Background: an optimization exercise with open tools, aiming at small area, a short achievable clock period and few clock cycles per item. Do not read the settings as production practice.
Where RTL was checked, it was by simulation tests only, not by an equivalence proof against the original.
The RTL of run 1 was laid out without a check of its function.

## flow/design.v (module list and top-level ports; edited modules follow where they fit)
// module sr_gen: 2707 lines
// module sr_fa: 10 lines
// module sr_x3: 8 lines
module sr_gen (
    input  wire        clk,
    input  wire        rst,
    input  wire        in_valid,
    output wire        in_ready,
    input  wire        in_load,
    input  wire [63:0] in_j,
    input  wire [63:0] in_s,
    input  wire [31:0] in_t,
    input  wire [47:0] in_x,
    output wire        out_valid,
    input  wire        out_ready,
    output wire [23:0] out_u
);
  // ...
==> flow/flow/run.sh <==
#!/bin/bash
# Layout: the standard flow (standard.sh) with the standard synthesis
# unchanged. After synthesis two things differ from the standard run:
#  - the port buffers are buf_2 cells instead of the delay cell that
#    buffer_ports picks by default (every port still gets its buffer);
#  - the delay cells (clkdlybuf4s*, dlygate*, dlymetal*) are added to the
#    platform's don't-use list, so the repair of slew, capacitance and long
#    wires uses plain buffers.
# Each tool's output goes to a log file of its own in this folder.
set -euo pipefail
bash standard.sh synth > synth.log 2>&1
FULL=$(make -s -C "$FLOW_HOME" DESIGN_CONFIG="$PWD/config.mk" WORK_HOME="$PWD/orfs" \
       print-DONT_USE_CELLS 2> print_dont_use.log | sed -n 's/^DONT_USE_CELLS: //p')
DU="$FULL"
for c in clkdlybuf4s15_1 clkdlybuf4s15_2 clkdlybuf4s18_1 clkdlybuf4s18_2 \
         clkdlybuf4s25_1 clkdlybuf4s25_2 clkdlybuf4s50_1 clkdlybuf4s50_2 \
         dlygate4sd1_1 dlygate4sd2_1 dlygate4sd3_1 \
         dlymetal6s2s_1 dlymetal6s4s_1 dlymetal6s6s_1; do
  DU="$DU sky130_fd_sc_hd__$c"
done
echo "DONT_USE_CELLS=$DU" > dont_use.txt
bash standard.sh "DONT_USE_CELLS=$DU" \
  "BUFFER_PORTS_ARGS=-buffer_cell sky130_fd_sc_hd__buf_2" finish > layout.log 2>&1
==> flow/standard.sh <==
#!/bin/bash
# synth_recipe.tcl (not shown) runs the flow's synth.tcl, then flattens the netlist and writes it again
# the make line also repeats each setting of config.mk as NAME=value (left out here)
make -C /OpenROAD-flow-scripts/flow DESIGN_CONFIG=/design/flow/config.mk WORK_HOME=/design/flow/orfs CLKGATE_MAP_FILE= SYNTH_SCRIPT=/design/flow/synth_recipe.tcl "${@:-finish}"
==> flow/config.mk <==
export PLATFORM = sky130hd
export DESIGN_NAME = sr_gen
export DESIGN_NICKNAME = sr_gen
export VERILOG_FILES = /design/flow/design.v
export SDC_FILE = /design/flow/constraint.sdc
export NUM_CORES = 4
export LEC_CHECK = 0
export CAP_MARGIN = 50
export CORE_MARGIN = 2
export CORE_UTILIZATION = 50
export PLACE_DENSITY = 0.65
export SETUP_SLACK_MARGIN = 0.4
export SLEW_MARGIN = 80
export SYNTH_HIERARCHICAL = 1
==> flow/constraint.sdc <==
create_clock -name core_clock -period 12.0 [get_ports {clk}]
set_input_delay 2.4000 -clock core_clock [delete_from_list [all_inputs] [get_ports {clk}]]
set_output_delay 2.4000 -clock core_clock [all_outputs]
set_load 0.01 [all_outputs]
==> flow_summary_export.csv, run 1 <==
group,metric,value,unit
status,status,"timing/DRC/antenna clean",
layout,clkCellAreaFrac,4.42,%
synth,synth_top_family_by_area,"adder cells",
layout,seq_cell_count,764,
grt,grtUsageMet3,9.67,%
grt,overflow,0,
clocking,insertion_delay,710,ps
setup_path,cp.required,12540,ps
grt,grt_max_degree,69,
floorplanning,initial_utilization,50.5,%
layout,finalNonFillerCells,6384,
layout,regArea,17800,sq um
drt,wl_met1,72400,um
setup_path,crit_buf_inv,3,
setup_path,cpMaxStageDelayCell,"fa_1",
grt,grt_use_met1,44.9,%
sta,setup_violations,0,
layout,diodes,5,
synth,synthAdderAreaFrac,45.8,%
floorplanning,rows,123,
layout,nFillCells,8740,
clocking,cts_hold_buf,0,
place,dp_cells,6197,
==> run 2: changes to the inputs <==
--- a/flow/design.v
+++ b/flow/design.v
@@ -2377,17 +2377,17 @@
     sr_fa tb_fatb_s1172 (.a(tb_s1168), .b(tb_c1149), .c(tb_c1150), .s(tb_s1172), .co(tb_c1172));
     wire tb_s1173, tb_c1173;
     sr_fa tb_fatb_s1173 (.a(tb_c1151), .b(tb_s1169), .c(tb_s1170), .s(tb_s1173), .co(tb_c1173));
     wire tb_s1174, tb_c1174;
     sr_fa tb_fatb_s1174 (.a(tb_s1171), .b(tb_c1152), .c(tb_s1172), .s(tb_s1174), .co(tb_c1174));
     wire tb_s1175, tb_c1175;
     sr_fa tb_fatb_s1175 (.a(tb_c1153), .b(tb_s1173), .c(tb_c1154), .s(tb_s1175), .co(tb_c1175));
     wire tb_s1176, tb_c1176;
-    sr_fa tb_fatb_s1176 (.a(cs2[0]), .b(cs2[1]), .c(cs2[2]), .s(tb_s1176), .co(tb_c1176));
+    sr_fa tb_fatb_s1176 (.a(tb_s1174), .b(tb_c1155), .c(tb_s1175), .s(tb_s1176), .co(tb_c1176));
     wire tb_s1177, tb_c1177;
     sr_fa tb_fatb_s1177 (.a(a2[59]), .b(a2[57]), .c(na2[53]), .s(tb_s1177), .co(tb_c1177));
     wire tb_s1178, tb_c1178;
     sr_fa tb_fatb_s1178 (.a(a2[49]), .b(na2[47]), .c(na2[45]), .s(tb_s1178), .co(tb_c1178));
     wire tb_s1179, tb_c1179;
     sr_fa tb_fatb_s1179 (.a(na2[42]), .b(na2[39]), .c(a2[36]), .s(tb_s1179), .co(tb_c1179));
     wire tb_s1180, tb_c1180;
     sr_fa tb_fatb_s1180 (.a(a2[34]), .b(na2[32]), .c(a2[30]), .s(tb_s1180), .co(tb_c1180));
@@ -2419,17 +2419,17 @@
     sr_fa tb_fatb_s1193 (.a(tb_c1170), .b(tb_s1189), .c(tb_c1171), .s(tb_s1193), .co(tb_c1193));
     wire tb_s1194, tb_c1194;
     sr_fa tb_fatb_s1194 (.a(tb_s1190), .b(tb_s1191), .c(tb_c1172), .s(tb_s1194), .co(tb_c1194));
     wire tb_s1195, tb_c1195;
     sr_fa tb_fatb_s1195 (.a(tb_c1173), .b(tb_s1192), .c(tb_s1193), .s(tb_s1195), .co(tb_c1195));
     wire tb_s1196, tb_c1196;
     sr_fa tb_fatb_s1196 (.a(tb_c1174), .b(tb_s1194), .c(tb_s1195), .s(tb_s1196), .co(tb_c1196));
     wire tb_s1197, tb_c1197;
-    sr_fa tb_fatb_s1197 (.a(cs2[3]), .b(cs2[4]), .c(tb_c1176), .s(tb_s1197), .co(tb_c1197));
+    sr_fa tb_fatb_s1197 (.a(cs2[0]), .b(cs2[1]), .c(cs2[2]), .s(tb_s1197), .co(tb_c1197));
     wire tb_s1198, tb_c1198;
     sr_fa tb_fatb_s1198 (.a(a2[60]), .b(a2[58]), .c(na2[54]), .s(tb_s1198), .co(tb_c1198));
     wire tb_s1199, tb_c1199;
     sr_fa tb_fatb_s1199 (.a(a2[50]), .b(na2[48]), .c(na2[46]), .s(tb_s1199), .co(tb_c1199));
     wire tb_s1200, tb_c1200;
     sr_fa tb_fatb_s1200 (.a(na2[43]), .b(na2[40]), .c(a2[37]), .s(tb_s1200), .co(tb_c1200));
     wire tb_s1201, tb_c1201;
     sr_fa tb_fatb_s1201 (.a(a2[35]), .b(na2[33]), .c(a2[31]), .s(tb_s1201), .co(tb_c1201));
@@ -2461,17 +2461,17 @@
     sr_fa tb_fatb_s1214 (.a(tb_c1190), .b(tb_c1191), .c(tb_s1210), .s(tb_s1214), .co(tb_c1214));
     wire tb_s1215, tb_c1215;
     sr_fa tb_fatb_s1215 (.a(tb_s1211), .b(tb_s1212), .c(tb_c1192), .s(tb_s1215), .co(tb_c1215));
     wire tb_s1216, tb_c1216;
     sr_fa tb_fatb_s1216 (.a(tb_s1213), .b(tb_c1193), .c(tb_s1214), .s(tb_s1216), .co(tb_c1216));
     wire tb_s1217, tb_c1217;
     sr_fa tb_fatb_s1217 (.a(tb_c1194), .b(tb_s1215), .c(tb_c1195), .s(tb_s1217), .co(tb_c1217));
     wire tb_s1218, tb_c1218;
-    sr_fa tb_fatb_s1218 (.a(cs2[5]), .b(cs2[6]), .c(cs2[7]), .s(tb_s1218), .co(tb_c1218));
+    sr_fa tb_fatb_s1218 (.a(tb_s1216), .b(tb_c1196), .c(tb_s1217), .s(tb_s1218), .co(tb_c1218));
     wire tb_s1219, tb_c1219;
     sr_fa tb_fatb_s1219 (.a(a2[61]), .b(a2[59]), .c(na2[55]), .s(tb_s1219), .co(tb_c1219));
     wire tb_s1220, tb_c1220;
     sr_fa tb_fatb_s1220 (.a(a2[51]), .b(na2[49]), .c(na2[47]), .s(tb_s1220), .co(tb_c1220));
     wire tb_s1221, tb_c1221;
     sr_fa tb_fatb_s1221 (.a(na2[44]), .b(na2[41]), .c(a2[38]), .s(tb_s1221), .co(tb_c1221));
     wire tb_s1222, tb_c1222;
     sr_fa tb_fatb_s1222 (.a(a2[36]), .b(na2[34]), .c(a2[32]), .s(tb_s1222), .co(tb_c1222));
@@ -2505,17 +2505,17 @@
     sr_fa tb_fatb_s1236 (.a(tb_c1212), .b(tb_s1232), .c(tb_s1233), .s(tb_s1236), .co(tb_c1236));
     wire tb_s1237, tb_c1237;
     sr_fa tb_fatb_s1237 (.a(tb_s1234), .b(tb_c1213), .c(tb_c1214), .s(tb_s1237), .co(tb_c1237));
     wire tb_s1238, tb_c1238;
     sr_fa tb_fatb_s1238 (.a(tb_s1235), .b(tb_s1236), .c(tb_c1215), .s(tb_s1238), .co(tb_c1238));
     wire tb_s1239, tb_c1239;
     sr_fa tb_fatb_s1239 (.a(tb_c1216), .b(tb_s1237), .c(tb_s1238), .s(tb_s1239), .co(tb_c1239));
     wire tb_s1240, tb_c1240;
-    sr_fa tb_fatb_s1240 (.a(cs2[8]), .b(cs2[9]), .c(tb_c1218), .s(tb_s1240), .co(tb_c1240));
+    sr_fa tb_fatb_s1240 (.a(cs2[3]), .b(cs2[4]), .c(cs2[5]), .s(tb_s1240), .co(tb_c1240));
     wire tb_s1241, tb_c1241;
     sr_fa tb_fatb_s1241 (.a(a2[62]), .b(a2[60]), .c(na2[56]), .s(tb_s1241), .co(tb_c1241));
     wire tb_s1242, tb_c1242;
     sr_fa tb_fatb_s1242 (.a(a2[52]), .b(na2[50]), .c(na2[48]), .s(tb_s1242), .co(tb_c1242));
     wire tb_s1243, tb_c1243;
     sr_fa tb_fatb_s1243 (.a(na2[45]), .b(na2[42]), .c(a2[39]), .s(tb_s1243), .co(tb_c1243));
     wire tb_s1244, tb_c1244;
     sr_fa tb_fatb_s1244 (.a(a2[37]), .b(na2[35]), .c(a2[33]), .s(tb_s1244), .co(tb_c1244));
@@ -2549,17 +2549,17 @@
     sr_fa tb_fatb_s1258 (.a(tb_c1233), .b(tb_s1254), .c(tb_c1234), .s(tb_s1258), .co(tb_c1258));
     wire tb_s1259, tb_c1259;
     sr_fa tb_fatb_s1259 (.a(tb_s1255), .b(tb_s1256), .c(tb_c1235), .s(tb_s1259), .co(tb_c1259));
     wire tb_s1260, tb_c1260;
     sr_fa tb_fatb_s1260 (.a(tb_s1257), .b(tb_c1236), .c(tb_s1258), .s(tb_s1260), .co(tb_c1260));
     wire tb_s1261, tb_c1261;
     sr_fa tb_fatb_s1261 (.a(tb_c1237), .b(tb_s1259), .c(tb_s1260), .s(tb_s1261), .co(tb_c1261));
     wire tb_s1262, tb_c1262;
-    sr_fa tb_fatb_s1262 (.a(cs2[10]), .b(cs2[11]), .c(cs2[12]), .s(tb_s1262), .co(tb_c1262));
+    sr_fa tb_fatb_s1262 (.a(tb_c1238), .b(tb_s1261), .c(tb_c1239), .s(tb_s1262), .co(tb_c1262));
     wire tb_s1263;
     sr_x3 tb_xtb_s1263 (.a(a2[63]), .b(a2[61]), .c(na2[57]), .s(tb_s1263));
     wire tb_s1264;
     sr_x3 tb_xtb_s1264 (.a(a2[53]), .b(na2[51]), .c(na2[49]), .s(tb_s1264));
     wire tb_s1265;
     sr_x3 tb_xtb_s1265 (.a(na2[46]), .b(na2[43]), .c(a2[40]), .s(tb_s1265));
     wire tb_s1266;
     sr_x3 tb_xtb_s1266 (.a(a2[38]), .b(na2[36]), .c(a2[34]), .s(tb_s1266));
@@ -2595,20 +2595,20 @@
     sr_x3 tb_xtb_s1281 (.a(tb_c1256), .b(tb_s1277), .c(tb_s1278), .s(tb_s1281));
     wire tb_s1282;
     sr_x3 tb_xtb_s1282 (.a(tb_s1279), .b(tb_c1257), .c(tb_c1258), .s(tb_s1282));
     wire tb_s1283;
     sr_x3 tb_xtb_s1283 (.a(tb_s1280), .b(tb_s1281), .c(tb_c1259), .s(tb_s1283));
     wire tb_s1284;
     sr_x3 tb_xtb_s1284 (.a(tb_c1260), .b(tb_s1282), .c(tb_s1283), .s(tb_s1284));
     wire tb_s1285;
-    sr_x3 tb_xtb_s1285 (.a(cs2[13]), .b(cs2[14]), .c(tb_c1262), .s(tb_s1285));
-    reg  [115:0] cs2;
-    wire [115:0] cs2_d = {tb_c1156, tb_s1156, tb_c1136, tb_s1136, tb_c1117, tb_s1117, tb_c1098, tb_s1098, tb_c1079, tb_s1079, tb_c1061, tb_s1061, tb_s1043, tb_c1026, tb_s1026, tb_c1009, tb_s1009, tb_c993, tb_s993, tb_c977, tb_s977, tb_c961, tb_s961, tb_c946, tb_s946, tb_c931, tb_s931, tb_s916, tb_c902, tb_s902, tb_c888, tb_s888, tb_s874, tb_c861, tb_s861, tb_c848, tb_s848, tb_s835, tb_c823, tb_s823, tb_c811, tb_s811, tb_c799, tb_s799, tb_s787, tb_c776, tb_s776, tb_c765, tb_s765, tb_c755, tb_s755, tb_c745, tb_s745, tb_s735, tb_c726, tb_s726, tb_c717, tb_s717, tb_c709, tb_s709, tb_s701, tb_c694, tb_s694, tb_s687, tb_c681, tb_s681, tb_c675, tb_s675, tb_c669, tb_s669, tb_c664, tb_s664, tb_c659, tb_s659, tb_c654, tb_s654, tb_c650, tb_s650, tb_c646, tb_s646, tb_c642, tb_s642, tb_c639, tb_s639, tb_c636, tb_s636, tb_c634, tb_s634, tb_s632, tb_c631, tb_s631, tb_c630, tb_s630, tb_c629, tb_s629, a2[5], a2[4], a2[3], a2[2], a2[1], a2[0], tb_s1284, tb_c1261, tb_c1239, tb_s1261, tb_c1238, tb_s1239, tb_c1217, tb_s1217, tb_c1196, tb_s1216, tb_s1196, tb_c1175, tb_s1175, tb_c1155, tb_s1174};
-    wire [63:0] pb_1286 = {tb_s1285, tb_c1240, tb_s1240, tb_c1197, tb_s1197, cs2[115], cs2[113], cs2[111], cs2[109], cs2[107], cs2[105], cs2[104], cs2[102], cs2[100], cs2[98], cs2[96], cs2[94], cs2[92], cs2[90], cs2[89], cs2[87], cs2[85], cs2[84], cs2[82], cs2[80], cs2[79], cs2[77], cs2[75], cs2[73], cs2[72], cs2[70], cs2[68], cs2[66], cs2[64], cs2[63], cs2[61], cs2[59], cs2[57], cs2[56], cs2[54], cs2[53], cs2[51], cs2[49], cs2[47], cs2[45], cs2[43], cs2[41], cs2[39], cs2[37], cs2[35], cs2[33], cs2[31], cs2[29], cs2[28], cs2[26], cs2[24], cs2[22], 1'b1, cs2[20], cs2[19], cs2[18], cs2[17], cs2[16], cs2[15]} + {1'b0, tb_s1262, 1'b0, tb_s1218, 1'b0, tb_s1176, cs2[114], cs2[112], cs2[110], cs2[108], cs2[106], 1'b0, cs2[103], cs2[101], cs2[99], cs2[97], cs2[95], cs2[93], cs2[91], 1'b0, cs2[88], cs2[86], 1'b0, cs2[83], cs2[81], 1'b0, cs2[78], cs2[76], cs2[74], 1'b0, cs2[71], cs2[69], cs2[67], cs2[65], 1'b0, cs2[62], cs2[60], cs2[58], 1'b0, cs2[55], 1'b0, cs2[52], cs2[50], cs2[48], cs2[46], cs2[44], cs2[42], cs2[40], cs2[38], cs2[36], cs2[34], cs2[32], cs2[30], 1'b0, cs2[27], cs2[25], cs2[23], cs2[21], cs2[18], cs2[17], cs2[16], cs2[15], 1'b0, 1'b0};
+    sr_x3 tb_xtb_s1285 (.a(cs2[6]), .b(cs2[7]), .c(cs2[8]), .s(tb_s1285));
+    reg  [112:0] cs2;
+    wire [112:0] cs2_d = {tb_s1262, tb_s1218, tb_s1176, tb_c1156, tb_s1156, tb_c1136, tb_s1136, tb_c1117, tb_s1117, tb_c1098, tb_s1098, tb_c1079, tb_s1079, tb_c1061, tb_s1061, tb_s1043, tb_c1026, tb_s1026, tb_c1009, tb_s1009, tb_c993, tb_s993, tb_c977, tb_s977, tb_c961, tb_s961, tb_c946, tb_s946, tb_c931, tb_s931, tb_s916, tb_c902, tb_s902, tb_c888, tb_s888, tb_s874, tb_c861, tb_s861, tb_c848, tb_s848, tb_s835, tb_c823, tb_s823, tb_c811, tb_s811, tb_c799, tb_s799, tb_s787, tb_c776, tb_s776, tb_c765, tb_s765, tb_c755, tb_s755, tb_c745, tb_s745, tb_s735, tb_c726, tb_s726, tb_c717, tb_s717, tb_c709, tb_s709, tb_s701, tb_c694, tb_s694, tb_s687, tb_c681, tb_s681, tb_c675, tb_s675, tb_c669, tb_s669, tb_c664, tb_s664, tb_c659, tb_s659, tb_c654, tb_s654, tb_c650, tb_s650, tb_c646, tb_s646, tb_c642, tb_s642, tb_c639, tb_s639, tb_c636, tb_s636, tb_c634, tb_s634, tb_s632, tb_c631, tb_s631, tb_c630, tb_s630, tb_c629, tb_s629, a2[5], a2[4], a2[3], a2[2], a2[1], a2[0], tb_c1262, tb_s1284, tb_c1261, tb_c1218, tb_s1239, tb_c1217, tb_c1176, tb_s1196, tb_c1175};
+    wire [63:0] pb_1286 = {tb_s1285, tb_c1240, tb_s1240, tb_c1197, tb_s1197, cs2[109], cs2[107], cs2[105], cs2[103], cs2[101], cs2[99], cs2[98], cs2[96], cs2[94], cs2[92], cs2[90], cs2[88], cs2[86], cs2[84], cs2[83], cs2[81], cs2[79], cs2[78], cs2[76], cs2[74], cs2[73], cs2[71], cs2[69], cs2[67], cs2[66], cs2[64], cs2[62], cs2[60], cs2[58], cs2[57], cs2[55], cs2[53], cs2[51], cs2[50], cs2[48], cs2[47], cs2[45], cs2[43], cs2[41], cs2[39], cs2[37], cs2[35], cs2[33], cs2[31], cs2[29], cs2[27], cs2[25], cs2[23], cs2[22], cs2[20], cs2[18], cs2[16], 1'b1, cs2[14], cs2[13], cs2[12], cs2[11], cs2[10], cs2[9]} + {1'b0, cs2[112], 1'b0, cs2[111], 1'b0, cs2[110], cs2[108], cs2[106], cs2[104], cs2[102], cs2[100], 1'b0, cs2[97], cs2[95], cs2[93], cs2[91], cs2[89], cs2[87], cs2[85], 1'b0, cs2[82], cs2[80], 1'b0, cs2[77], cs2[75], 1'b0, cs2[72], cs2[70], cs2[68], 1'b0, cs2[65], cs2[63], cs2[61], cs2[59], 1'b0, cs2[56], cs2[54], cs2[52], 1'b0, cs2[49], 1'b0, cs2[46], cs2[44], cs2[42], cs2[40], cs2[38], cs2[36], cs2[34], cs2[32], cs2[30], cs2[28], cs2[26], cs2[24], 1'b0, cs2[21], cs2[19], cs2[17], cs2[15], cs2[12], cs2[11], cs2[10], cs2[9], 1'b0, 1'b0};
     wire [63:0] m2 = {pb_1286[63], pb_1286[62], pb_1286[61], pb_1286[60], pb_1286[59], pb_1286[58], pb_1286[57], pb_1286[56], pb_1286[55], pb_1286[54], pb_1286[53], pb_1286[52], pb_1286[51], pb_1286[50], pb_1286[49], pb_1286[48], pb_1286[47], pb_1286[46], pb_1286[45], pb_1286[44], pb_1286[43], pb_1286[42], pb_1286[41], pb_1286[40], pb_1286[39], pb_1286[38], pb_1286[37], pb_1286[36], pb_1286[35], pb_1286[34], pb_1286[33], pb_1286[32], pb_1286[31], pb_1286[30], pb_1286[29], pb_1286[28], pb_1286[27], pb_1286[26], pb_1286[25], pb_1286[24], pb_1286[23], pb_1286[22], pb_1286[21], pb_1286[20], pb_1286[19], pb_1286[18], pb_1286[17], pb_1286[16], pb_1286[15], pb_1286[14], pb_1286[13], pb_1286[12], pb_1286[11], pb_1286[10], pb_1286[9], pb_1286[8], pb_1286[7], pb_1286[6], pb_1286[5], pb_1286[4], pb_1286[3], pb_1286[2], pb_1286[1], pb_1286[0]};
     wire [63:0] r = m2 ^ (m2 >> 32);
     reg         ov;
     reg  [23:0] ou;
     reg  [23:0] fifo [0:D-2];
     reg  [2:0]  wp, rp;
     reg  [D-2:0] fcnt;                  
     reg  [D-1:0] cnt;                   
@@ -2694,17 +2694,17 @@
         if (tload)
             t_hold <= in_t;
         a1  <= a1_d;
         na1 <= ~a1_d;
         cs1 <= cs1_d;
         a2  <= a2_d;
         na2 <= ~a2_d;
         cs2 <= cs2_d;
-        if (push)                       
+        if (fpush)
             fifo[wp] <= r[63:40];
         if (hfree)
             ou <= fempty ? r[63:40] : fifo[rp];
     end
 endmodule
 module sr_fa (
     input  wire a,
     input  wire b,
==> flow/config.mk (replaced) <==
export PLATFORM = sky130hd
export DESIGN_NAME = sr_gen
export DESIGN_NICKNAME = sr_gen
export VERILOG_FILES = /design/flow/design.v
export SDC_FILE = /design/flow/constraint.sdc
export NUM_CORES = 4
export LEC_CHECK = 0
export CAP_MARGIN = 30
export CORE_MARGIN = 2
export CORE_UTILIZATION = 50
export PLACE_DENSITY = 0.65
export SETUP_SLACK_MARGIN = 0.4
export SLEW_MARGIN = 60
export SYNTH_HIERARCHICAL = 1
==> run 2 against run 1 <==
Effect of this change: non-clock buffer count is 236 lower; area after synthesis is 0.69% higher; global-route usage is 0.97 points lower; wire length is 2.5% lower; sequential share of layout area is 0.72 points higher; via count is 2.9% lower; critical endpoint is now cs2[98]$_DFF_P_; cell count is 2.7% lower.
==> flow_summary_export.csv, run 2 <==
group,metric,value,unit
clocking,cts_resized,0,
layout,final_cell_mix,"fa_1, dfxtp_1, buf_2",
clocking,root_buffer,"clkbuf_16",
drt,vias_per_cell,6.09,
synth,avgSynthCellArea,13.2,sq um
layout,drive_gt1_share,15.6,%
synth,synth_top_family_by_area,"adder cells",
synth,synthXorXnorAreaFrac,5.96,%
floorplanning,initial_utilization,50.2,%
synth,syn-num-nets,5907,
layout,final_common_cell,"fa_1",
layout,largest_reg_flops,127,
synth,muxShareOfSynthArea,2.09,%
setup_path,critPathCaptureType,"register",
floorplanning,die_w,342,um
grt,grt_pass1_vias,40100,
sta,fin_skew,62.0,ps
synth,synth_edf_count,180,
floorplanning,num_io_pins,239,
layout,nets,6191,
setup_path,crit_start,"a2[7]$_DFF_P_",
sta,setup_violations,0,
synth,yosysSeqAreaShare,29.7,%
sta,worst_pin_slew,614,ps
synth,netlist_instances,4344,
layout,largest_register,"cs1",
sta,slew_headroom,58.9,%
setup_path,cp.required,12580,ps
drt,antenna_left,0,
place,hpwl,157000,um
drt,route.detailed.drc,0,
setup_path,worst-r2r-setup-slack,7570,ps
floorplanning,design.die.area,117000,sq um
place,numPortBuffers,238,
place,pre_cts_slack,6950,ps
setup_path,worstPathMaxFanout,6,
setup_path,worstPathArrival,5010,ps
grt,track_usage,34.1,%
drt,wirelength,196000,um
layout,areaGrowthSynthToFinish,12.0,%
setup_path,cp-start-kind,"register",
grt,antenna_found_initial,3,
sta,rsz0062_at_grt,"no",
clocking,insertion_delay,700,ps
layout,nFillCells,9309,
layout,multi_input_area,39500,sq um
min_path,hp-class,"reg -> reg",
setup_path,crit_type,"reg -> reg",
synth,yosysTopAreaCell,"fa_1",
synth,synth-compound-area-share,8.50,%
sta,layout_setup_ws,7570,ps
clocking,cts_hold_buf,0,
synth,post-synth-top-count-cell,"fa_1",
floorplanning,die_h,342,um
setup_path,reg2regPathDepth,8,
synth,synth_common_cells,"fa_1, dfxtp_1, nor2_1",
clocking,clock_sinks,761,
clocking,clk_pin_slew_worst_paths,60,ps
grt,grt_max_degree,97,
sta,hold_violations,0,
place,globalplace.congestion,1.02,
setup_path,timing.rr.end,"cs2[98]$_DFF_P_",
clocking,htreeDepth,3,
drt,firstDrtPassIters,6,
drt,wl_per_cell,31.5,um
sta,maxSlewViolCount,0,
synth,syn_area,57300,sq um
grt,overflow,0,
status,status,"timing/DRC/antenna clean",
sta,fin_crit,4430,ps
synth,yosys_warnings,7,
clocking,cts_tree,"built",
sta,fmax,226,MHz
setup_path,endpoint,"cs2[98]$_DFF_P_",
clocking,clock_path_buffers,3,
sta,final.setup.tns,0,ps
synth,yosysUniqueCellTypes,97,
run,drv_cap,0,
grt,grt_pass1_wl,280000,um
synth,synth-main-ff-cell,"dfxtp_1",
setup_path,worstReg2RegStart,"a2[7]$_DFF_P_",
layout,regArea,17200,sq um
synth,async_reset_ff_share,0,%
synth,synthAdderAreaFrac,45.5,%
synth,ys_ff_latch,761,
drt,via_count,37800,
floorplanning,rows,124,
synth,synthSimpleGateAreaFrac,5.85,%
layout,largestRegisters,"cs1 (127), fifo (120), cs2 (113)",
clocking,cts_inserted_buffers,83,
floorplanning,coreArea,114000,sq um
drt,drt_iter0_markers,4583,
synth,synth.area.top_cells,"fa_1, dfxtp_1, edfxtp_1, ha_1, xnor2_1",
clocking,cts_setup_buffers,0,
synth,yosysTopAreaCellShare,42.6,%
sta,post-route-period-util,36.9,%
run 2: how the worst min path moves through the flow:
stage	start	end	depth (start not counted)
2_1_floorplan	k1$_DFFE_PN_	k2$_DFFE_PN_	0
3_3_place_gp	k2$_DFFE_PN_	k3$_DFFE_PN_	0
3_5_place_dp	k2$_DFFE_PN_	k3$_DFFE_PN_	0
4_1_cts	k2$_DFFE_PN_	k3$_DFFE_PN_	0
5_1_grt	k1$_DFFE_PN_	k2$_DFFE_PN_	0
6_report	k2$_DFFE_PN_	k3$_DFFE_PN_	0
run 2: per-layer routing:
layer,vias to the layer above,wire length [um],global-route usage [%]
met5,-,10,0
met4,2,11500,16.0
met3,579,20500,8.79
met2,2374,90800,53.7
met1,19600,73100,44.5
li1,15200,-,-
run 2: logic make-up after synthesis:
| logic type | Yosys count |
|---|---|
| XOR/XNOR | 303 |
| multiplexers | 88 |
| flip-flops | 761 |
| AND/OR/NAND/NOR | 722 |
| adder cells (fa/ha/maj) | 1350 |
| buffers and inverters | 360 |
| AO/OA/AOI/OAI | 760 |
run 2: per-module statistics from Yosys, one instance, submodules excluded:
module,cell area (sq um),copies in the design
sr_gen,31900,1
sr_x3,23.8,43
sr_fa,20.0,1219
run 2: area by class of cell:
type,instances,share of cell area (%)
Multi-Input combinational cell,3223,61.5
Timing Repair Buffer,338,2.71
Antenna cell,2,0.00780
Clock buffer,109,3.70
Clock inverter,47,1.03
Tap cell,1512,2.95
Inverter,221,1.29
Sequential cell,761,26.8
run 2: worst max-delay path, cell delays in order (launching register included):
cell     delay, ps
dfxtp_1        660
buf_2          460
fa_1           500
fa_1           410
fa_1           460
fa_1           450
fa_1           450
fa_1           510
fa_1           400
run 2: metrics by stage:
stage / utilization (%) / hold WS (ps) / cell area (sq um) / std cells
floorplan: - / 400 / 57300 / 4344
global placement: 52.8 / 404 / 60300 / 6049
detailed placement: 53.5 / 408 / 61000 / 6051
CTS: 56.1 / 423 / 64000 / 6207
global route: 56.3 / 435 / 64200 / 6211
finish: 56.3 / 421 / 64200 / 6213
Testbench counts of run 2, summed over its fixed seeds: cycles 26,224, items 23,844.
==> run 3: changes to the inputs <==
--- a/flow/config.mk
+++ b/flow/config.mk
@@ -7,3 +7,3 @@
 export LEC_CHECK = 0
-export CAP_MARGIN = 30
+export CAP_MARGIN = 20
 export CORE_MARGIN = 2
@@ -12,3 +12,3 @@
 export SETUP_SLACK_MARGIN = 0.4
-export SLEW_MARGIN = 60
+export SLEW_MARGIN = 40
 export SYNTH_HIERARCHICAL = 1
==> run 3 against run 2 <==
Effect of this change: still clean; synthesized cell count unchanged; setup slack got worse by 360 ps; sequential share of layout area about the same.
==> flow_summary_export.csv, run 3 <==
group,metric,value,unit
sta,worst_pin_slew,953,ps
drt,wl_met1,73300,um
layout,largestRegisters,"cs1 (127), fifo (120), cs2 (113)",
sta,post-route-period-util,39.9,%
layout,largest_reg_flops,127,
grt,grt_pass1_vias,40300,
place,hpwl,157000,um
sta,fmax,209,MHz
drt,wirelength,197000,um
clocking,htreeDepth,3,
drt,vias_per_cell,6.13,
setup_path,crit_path_max_incr_delay,730,ps
drt,maxUsedRoutingLayer,"met5",
floorplanning,initial_utilization,50.2,%
synth,avgSynthCellArea,13.2,sq um
floorplanning,die_h,342,um
place,globalplace.congestion,1.02,
setup_path,cpMaxStageDelayCell,"buf_1",
setup_path,worstPathMaxFanout,7,
setup_path,cp-start-kind,"register",
synth,yosysUniqueCellTypes,97,
layout,fin_util,55.8,%
drt,antenna_left,0,
grt,track_usage,34.3,%
synth,async_reset_ff_share,0,%
setup_path,worst_path_most_repeated_cell,"fa_1",
drt,route.detailed.drc,0,
layout,drive_gt1_share,12.5,%
synth,synth_common_cells,"fa_1, dfxtp_1, nor2_1",
synth,ys_ff_latch,761,
floorplanning,coreArea,114000,sq um
drt,drt_iter0_markers,4725,
grt,grt_max_degree,97,
sta,rsz0062_at_grt,"no",
setup_path,path_delay_family,"adder cells",
place,numPortBuffers,238,
setup_path,worstPathArrival,5360,ps
drt,wl_met2,90700,um
floorplanning,num_io_pins,239,
layout,nFillCells,9418,
floorplanning,design.die.area,117000,sq um
grt,antenna_found_initial,5,
floorplanning,die_w,342,um
setup_path,crit_buf_inv,1,
sta,maxSlewViolCount,0,
drt,dr_wl_met3,20200,um
layout,nets,6188,
synth,netlist_instances,4344,
sta,setup_violations,0,
synth,synth.area.top_cells,"fa_1, dfxtp_1, edfxtp_1, ha_1, xnor2_1",
clocking,cts_setup_buffers,0,
clocking,clock_sinks,761,
setup_path,crit_type,"reg -> reg",
clocking,cts_resized,0,
synth,yosys_warnings,7,
sta,fin_skew,32.5,ps
min_path,hp-class,"reg -> reg",
synth,post-synth-top-count-cell,"fa_1",
run,drv_cap,0,
synth,synth_edf_count,180,
layout,areaGrowthSynthToFinish,11.1,%
synth,syn-num-nets,5907,
synth,yosysSeqAreaShare,29.7,%
clocking,cts_tree,"built",
status,status,"timing/DRC/antenna clean",
sta,final.setup.tns,0,ps
drt,wl_per_cell,31.7,um
drt,via_count,38100,
setup_path,critPathCaptureType,"register",
clocking,insertion_delay,700,ps
setup_path,cp_cell_sequence,"buf_1, fa_1, fa_1, fa_1, fa_1, fa_1, fa_1, fa_1",
layout,final_common_cell,"fa_1",
synth,yosysTopAreaCell,"fa_1",
clocking,cts_inserted_buffers,84,
drt,firstDrtPassIters,5,
sta,fin_crit,4790,ps
sta,slew_headroom,36.3,%
layout,final_cell_mix,"fa_1, dfxtp_1, buf_2",
synth,synth-main-ff-cell,"dfxtp_1",
grt,grt_pass1_wl,282000,um
clocking,clock_path_buffers,3,
synth,syn_area,57300,sq um
grt,overflow,0,
layout,largest_register,"cs1",
synth,yosysTopAreaCellShare,42.6,%
floorplanning,rows,124,
clocking,root_buffer,"clkbuf_16",
clocking,cts_hold_buf,0,
setup_path,cp.required,12560,ps
clocking,clk_pin_slew_worst_paths,60,ps
sta,hold_violations,0,
run 3: cell counts after synthesis:
Identical to the previous run, type by type.
run 3: per-layer routing:
| metal | global-route usage, % | up-vias |
|---|---|---|
| met2 | 53.8 | 2465 |
| met1 | 44.6 | 19700 |
| met4 | 17.0 | 2 |
| met3 | 8.75 | 606 |
| met5 | 0 | - |
| li1 | - | 15300 |
run 3: final timing paths:
check	startpoint	end	slack [ps]	cells after the start
min	k2$_DFFE_PN_	k3$_DFFE_PN_	420	0
max reg2reg	a2[4]$_DFF_P_	cs2[98]$_DFF_P_	7210	8
min reg2reg	k2$_DFFE_PN_	k3$_DFFE_PN_	420	0
max	a2[4]$_DFF_P_	cs2[98]$_DFF_P_	7210	8
run 3: kinds of logic (layout without fill, tap and decap cells):
kind of cell / Yosys count / in the layout / synth area share [%]
AOI/OAI and AO/OA: 760 / 760 / 8.50
xor gates and xnor gates: 303 / 303 / 5.96
adders and majority gates: 1350 / 1350 / 45.5
buffers and inverters: 360 / 711 / 2.40
DFF: 761 / 761 / 29.7
muxes: 88 / 88 / 2.09
other: 0 / 2 / 0
and+or+nand+nor: 722 / 722 / 5.85
run 3: Yosys stat by module, one instance, submodules excluded:
module	area (sq um)	flip-flops and latches
sr_x3	23.8	0
sr_fa	20.0	0
sr_gen	31900	761
run 3: layout make-up:
| cell class | instances | area, sq um | share of cell area [%] |
|---|---|---|---|
| Timing Repair Buffer | 334 | 1660 | 2.60 |
| Antenna cell | 2 | 5.00 | 0.00786 |
| Clock buffer | 101 | 2290 | 3.59 |
| Tap cell | 1512 | 1890 | 2.97 |
| Multi-Input combinational cell | 3223 | 39100 | 61.4 |
| Inverter | 221 | 830 | 1.30 |
| Sequential cell | 761 | 17100 | 26.9 |
| Clock inverter | 55 | 818 | 1.29 |
run 3: stage by stage:
step	worst slack [ps]	cell area (sq um)	hold slack [ps]	cells
finish	7210	63600	421	6209
detailed placement	6600	60400	408	6049
global route	7110	63600	424	6207
global placement	6570	60300	404	6049
floorplan	5470	57300	400	4344
CTS	7210	63500	422	6205
==> run 4: changes to the inputs <==
--- a/flow/config.mk
+++ b/flow/config.mk
@@ -7,3 +7,3 @@
 export LEC_CHECK = 0
-export CAP_MARGIN = 20
+export CAP_MARGIN = 50
 export CORE_MARGIN = 2
@@ -12,3 +12,3 @@
 export SETUP_SLACK_MARGIN = 0.4
-export SLEW_MARGIN = 40
+export SLEW_MARGIN = 80
 export SYNTH_HIERARCHICAL = 1
==> run 4 against run 3 <==
Effect of this change: design area is 8.0% higher; critical endpoint is now cs2[112]$_DFF_P_; sequential share of layout area is 1.1 points lower; register-to-register slack better by 490 ps; count of clock-buffer cells in the layout is 6 higher.
==> flow_summary_export.csv, run 4 <==
group,metric,value,unit
grt,grt_pass1_vias,42100,
clocking,clock_sinks,761,
drt,drt_iter0_markers,4566,
floorplanning,die_w,342,um
setup_path,worstPathArrival,4850,ps
clocking,cts_inserted_buffers,85,
place,pre_cts_slack,7280,ps
drt,wirelength,199000,um
sta,fin_skew,39.4,ps
clocking,htreeDepth,3,
sta,final.setup.tns,0,ps
grt,busiest_layer,"met2",
layout,drive_gt1_share,28.2,%
sta,slew_headroom,78.5,%
layout,largest_register,"cs1",
floorplanning,initial_utilization,50.2,%
synth,yosysTopAreaCell,"fa_1",
layout,final_cell_mix,"fa_1, buf_2, dfxtp_1",
drt,firstDrtPassIters,5,
grt,use_met2,54.6,%
synth,post-synth-top-count-cell,"fa_1",
clocking,cts_setup_buffers,0,
setup_path,critPathCaptureType,"register",
sta,post-route-period-util,35.9,%
status,status,"timing/DRC/antenna clean",
layout,diodes,0,
setup_path,worstPathMaxFanout,5,
sta,rsz0062_at_grt,"no",
synth,synth.area.top_cells,"fa_1, dfxtp_1, edfxtp_1, ha_1, xnor2_1",
sta,setup_violations,0,
synth,avgSynthCellArea,13.2,sq um
clocking,root_buffer,"clkbuf_16",
grt,grtUsageMet3,9.45,%
sta,worst_pin_slew,322,ps
floorplanning,rows,124,
synth,syn-num-nets,5907,
grt,grt_use_met1,44.8,%
layout,nFillCells,8829,
synth,yosys_warnings,7,
synth,synth_common_cells,"fa_1, dfxtp_1, nor2_1",
layout,fin_area,68700,sq um
floorplanning,num_io_pins,239,
sta,maxSlewViolCount,0,
drt,antenna_left,0,
synth,yosysSeqAreaShare,29.7,%
setup_path,crit_type,"reg -> reg",
run,drv_cap,0,
synth,synth-main-ff-cell,"dfxtp_1",
clocking,cts_hold_buf,0,
synth,netlist_instances,4344,
place,placement.cell_area,65300,sq um
place,hpwl,165000,um
sta,hold_violations,0,
layout,areaGrowthSynthToFinish,20.0,%
floorplanning,coreArea,114000,sq um
drt,via_count,39200,
sta,fin_crit,4310,ps
setup_path,cp.required,12550,ps
sta,fmax,232,MHz
place,numPortBuffers,238,
grt,track_usage,34.8,%
grt,antenna_found_initial,4,
place,globalplace.congestion,1.02,
layout,largestRegisters,"cs1 (127), fifo (120), cs2 (113)",
grt,overflow,0,
synth,syn_area,57300,sq um
synth,yosysUniqueCellTypes,97,
clocking,cts_tree,"built",
layout,largest_reg_flops,127,
clocking,cts_resized,0,
drt,route.detailed.drc,0,
layout,nets,6469,
grt,grt_pass1_wl,288000,um
min_path,hp-class,"reg -> reg",
grt,grt_max_degree,44,
layout,final_common_cell,"fa_1",
clocking,clock_path_buffers,3,
drt,vias_per_cell,6.05,
synth,async_reset_ff_share,0,%
clocking,clk_pin_slew_worst_paths,70,ps
setup_path,worst-r2r-setup-slack,7690,ps
synth,yosysTopAreaCellShare,42.6,%
synth,ys_ff_latch,761,
floorplanning,die_h,342,um
drt,wl_per_cell,30.6,um
synth,synth_edf_count,180,
floorplanning,design.die.area,117000,sq um
clocking,insertion_delay,690,ps
sta,layout_setup_ws,7690,ps
setup_path,cp-start-kind,"register",
[run 4: cell counts after synthesis]
No cell type changed its count.
[run 4: critical path: stages (launching register included)]
cell	delay [ps]
dfxtp_2	400
buf_2	200
buf_4	190
fa_1	460
fa_1	460
fa_1	390
fa_1	390
fa_1	400
fa_1	470
fa_1	390
fa_1	440
[run 4: per-layer routing]
layer,up-vias,share of wire [%]
met5,-,0.013
met4,4,6.1
met3,605,10
met2,2365,46
met1,20500,37
li1,15800,-
[run 4: final timing paths]
path / end / cells past startpoint / from
setup reg to reg: cs2[112]$_DFF_P_ / 10 / a2[12]$_DFF_P_
hold reg to reg: k3$_DFFE_PN_ / 0 / k2$_DFFE_PN_
setup / recovery: cs2[112]$_DFF_P_ / 10 / a2[12]$_DFF_P_
hold / removal: k3$_DFFE_PN_ / 0 / k2$_DFFE_PN_
[run 4: stage by stage]
step           utilization [%]  std cells  hold slack [ps]
5_1_grt                   60.3       6491              438
3_3_place_gp              52.8       6049              404
3_5_place_dp              57.2       6314              408
4_1_cts                   59.8       6474              423
2_1_floorplan                -       4344              400
6_report                  60.3       6491              420
[run 4: layout make-up]
cell class | instances | area [sq um] | area share [%]
Inverter | 221 | 837 | 1.22
Sequential cell | 761 | 17700 | 25.7
Tap cell | 1512 | 1890 | 2.75
Clock buffer | 107 | 2310 | 3.36
Timing Repair Buffer | 614 | 3920 | 5.71
Multi-Input combinational cell | 3223 | 41500 | 60.4
Clock inverter | 53 | 582 | 0.846
[run 4: Yosys stat by module (local to each module, per instance)]
module,cells,copies in the design
sr_gen,3082,1
sr_fa,1,1219
sr_x3,1,43
[run 4: cell families (layout without fill, tap and decap cells)]
group	count (synthesis)	in the layout	synth area share, %
xor+xnor	303	303	5.96
buf+inv	360	995	2.40
mux	88	88	2.09
fa+ha+maj	1350	1350	45.5
flops	761	761	29.7
compound gates	760	760	8.50
simple gates	722	722	5.85
==> run 5: changes to the inputs <==
--- a/flow/config.mk
+++ b/flow/config.mk
@@ -7,8 +7,9 @@
 export LEC_CHECK = 0
-export CAP_MARGIN = 50
+export CAP_MARGIN = 30
 export CORE_MARGIN = 2
 export CORE_UTILIZATION = 50
+export CTS_BUF_LIST = sky130_fd_sc_hd__clkbuf_4 sky130_fd_sc_hd__clkbuf_8
 export PLACE_DENSITY = 0.65
 export SETUP_SLACK_MARGIN = 0.4
-export SLEW_MARGIN = 80
+export SLEW_MARGIN = 60
 export SYNTH_HIERARCHICAL = 1
==> run 5 against run 4 <==
Effect of this change: now fails the layout checks on antenna violations; die area is the same; critical path depth shrank 2; first-iteration DRC count grew 2.5%; critical endpoint is now cs2[98]$_DFF_P_.
==> flow_summary_export.csv, run 5 <==
group,metric,value,unit
clocking,clock_sinks,761,
synth,synth_common_cells,"fa_1, dfxtp_1, nor2_1",
sta,worst_pin_slew,654,ps
synth,avgSynthCellArea,13.2,sq um
clocking,cts_tree,"built",
setup_path,reg2regPathDepth,8,
sta,setup_violations,0,
floorplanning,coreArea,114000,sq um
place,hpwl,157000,um
drt,route.detailed.drc,0,
grt,grt_pass1_wl,281000,um
layout,largest_reg_flops,127,
grt,track_usage,34.3,%
place,numPortBuffers,238,
sta,fin_crit,4420,ps
place,dp_cells,6051,
synth,synthXorXnorAreaFrac,5.96,%
floorplanning,design.die.area,117000,sq um
layout,largestRegisters,"cs1 (127), fifo (120), cs2 (113)",
floorplanning,num_io_pins,239,
layout,nFillCells,9336,
setup_path,worstPathArrival,5150,ps
synth,synth-main-ff-cell,"dfxtp_1",
sta,maxSlewViolCount,0,
layout,fin_util,56.3,%
layout,final_common_cell,"fa_1",
synth,muxShareOfSynthArea,2.09,%
layout,finalNonFillerCells,6303,
clocking,insertion_delay,870,ps
setup_path,cp.required,12740,ps
synth,ys_ff_latch,761,
sta,slew_headroom,56.2,%
layout,largest_register,"cs1",
clocking,htreeDepth,4,
grt,grt_max_degree,97,
status,status,"complete, but fails checks",
status,so.violations,"antenna violations",
synth,synth_edf_count,180,
synth,yosysSeqAreaShare,29.7,%
sta,layout_setup_ws,7580,ps
synth,synthAdderAreaFrac,45.5,%
drt,wirelength,196000,um
grt,busiest_layer,"met2",
drt,wl_per_cell,31.2,um
floorplanning,die_w,342,um
synth,yosysUniqueCellTypes,97,
sta,fmax,226,MHz
grt,grt_pass1_vias,40500,
clocking,cts_setup_buffers,0,
drt,antenna_left,1,
layout,nets,6239,
sta,fin_skew,46.7,ps
min_path,holdPathStages,0,
run,drv_cap,0,
grt,use_met2,53.9,%
clocking,cts_resized,0,
floorplanning,initial_utilization,50.2,%
place,globalplace.congestion,1.02,
grt,grtUsageMet3,9.40,%
grt,grt_use_met1,44.3,%
synth,synthSimpleGateAreaFrac,5.85,%
drt,vias_per_cell,6.04,
setup_path,cp-start-kind,"register",
drt,firstDrtPassIters,6,
sta,post-route-period-util,36.8,%
synth,syn_area,57300,sq um
min_path,hp-class,"reg -> reg",
layout,areaGrowthSynthToFinish,12.0,%
sta,rsz0062_at_grt,"no",
clocking,root_buffer,"clkbuf_8",
clocking,cts_inserted_buffers,131,
setup_path,worstPathMaxFanout,6,
synth,synth-compound-area-share,8.50,%
clocking,clock_path_buffers,3,
synth,yosysTopAreaCell,"fa_1",
synth,yosysTopAreaCellShare,42.6,%
synth,async_reset_ff_share,0,%
setup_path,crit_type,"reg -> reg",
synth,synth.area.top_cells,"fa_1, dfxtp_1, edfxtp_1, ha_1, xnor2_1",
grt,antenna_found_initial,4,
synth,post-synth-top-count-cell,"fa_1",
drt,via_count,38100,
grt,overflow,0,
floorplanning,die_h,342,um
floorplanning,rows,124,
drt,drt_iter0_markers,4679,
sta,final.setup.tns,0,ps
layout,final_cell_mix,"fa_1, dfxtp_1, buf_2",
setup_path,critPathCaptureType,"register",
sta,hold_violations,0,
clocking,cts_hold_buf,0,
synth,yosys_warnings,7,
synth,synth_top_family_by_area,"adder cells",
synth,netlist_instances,4344,
synth,syn-num-nets,5907,
layout,drive_gt1_share,17.2,%
place,pre_cts_slack,6950,ps
clocking,clk_pin_slew_worst_paths,60,ps
[run 5: per-stage QoR]
step,hold slack (ps),instance area (sq um)
after floorplan,400,57300
after global placement,404,60300
after detailed placement,408,61000
after CTS,423,64000
after global routing,447,64100
final,420,64200
[run 5: cell families (layout without fill, tap and decap cells)]
group / count (synthesis) / after routing
other: 0 / 7
AND/OR/NAND/NOR: 722 / 722
multiplexers: 88 / 88
buffers and inverters: 360 / 800
AO/OA/AOI/OAI: 760 / 760
adder cells (fa/ha/maj): 1350 / 1350
XOR/XNOR: 303 / 303
flip-flops: 761 / 761
[run 5: layer usage]
| metal | part of all wire [%] | routed length, um |
|---|---|---|
| met3 | 10 | 20400 |
| met5 | 0.0066 | 13 |
| met4 | 5.7 | 11100 |
| met2 | 46 | 91300 |
| met1 | 37 | 73600 |
[run 5: area by class of cell]
cell class | count | area, sq um | area share [%]
multi-input cells | 3223 | 39400 | 61.5
flip-flops and latches | 761 | 17200 | 26.8
clock buffers | 191 | 2420 | 3.78
well taps | 1512 | 1890 | 2.95
repair buffers | 338 | 1740 | 2.71
inverters | 221 | 830 | 1.29
clock inverters | 50 | 612 | 0.954
diodes | 7 | 17.5 | 0.0273
[run 5: per-module statistics from Yosys (local to each module, per instance)]
module,flops+latches,area (sq um),cells inside,copies in the design
sr_x3,0,23.8,1,43
sr_fa,0,20.0,1,1219
sr_gen,761,31900,3082,1
[run 5: worst paths after layout]
kind                          end           from  slack [ps]
setup / recovery  cs2[98]$_DFF_P_  a2[7]$_DFF_P_        7580
hold / removal       k3$_DFFE_PN_   k2$_DFFE_PN_         420
setup reg to reg  cs2[98]$_DFF_P_  a2[7]$_DFF_P_        7580
hold reg to reg      k3$_DFFE_PN_   k2$_DFFE_PN_         420
[run 5: critical path: stages (launching register included)]
cell and delay [ps]:
dfxtp_1 680, buf_2 460, fa_1 500, fa_1 410, fa_1 460, fa_1 440
fa_1 450, fa_1 510, fa_1 400

-- static timing again, ports no longer ideal --
No port has a modelled driver above. Below, the same layouts with a new extraction and two added sets of constraints.
Step 1 (the two cells are an assumption about what drives the block):
set clk [get_ports {clk}]
set_driving_cell -lib_cell sky130_fd_sc_hd__clkbuf_16 $clk
set_driving_cell -lib_cell sky130_fd_sc_hd__buf_2 [delete_from_list [all_inputs] $clk]
Step 2 moves the port delays by t, midway between the first and last clock arrival at a register: inputs arrive t later, outputs are due t later. That takes back most of the time a late clock gives input paths.
Slacks: no drivers / after step 1 / after step 2; pairs: no drivers / after step 1.
| run | shift t [ns] | slack for setup (ns) | slew at the worst register clock pin (ns) |
|---|---|---|---|
| run 1 | 0.746 | 7.535 / 7.535 / 7.535 | 0.07 / 0.07 |
| run 2 | 0.744 | 7.568 / 7.568 / 7.019 | 0.07 / 0.07 |
| run 3 | 0.758 | 7.207 / 7.207 / 6.686 | 0.07 / 0.07 |
| run 4 | 0.744 | 7.693 / 7.693 / 7.260 | 0.07 / 0.07 |
| run 5 | 0.913 | 7.583 / 7.583 / 6.971 | 0.08 / 0.08 |
For run 5, which loses most, drivers alone change the setup slack by 0.000 ns; drivers and shift together by -0.612 ns.
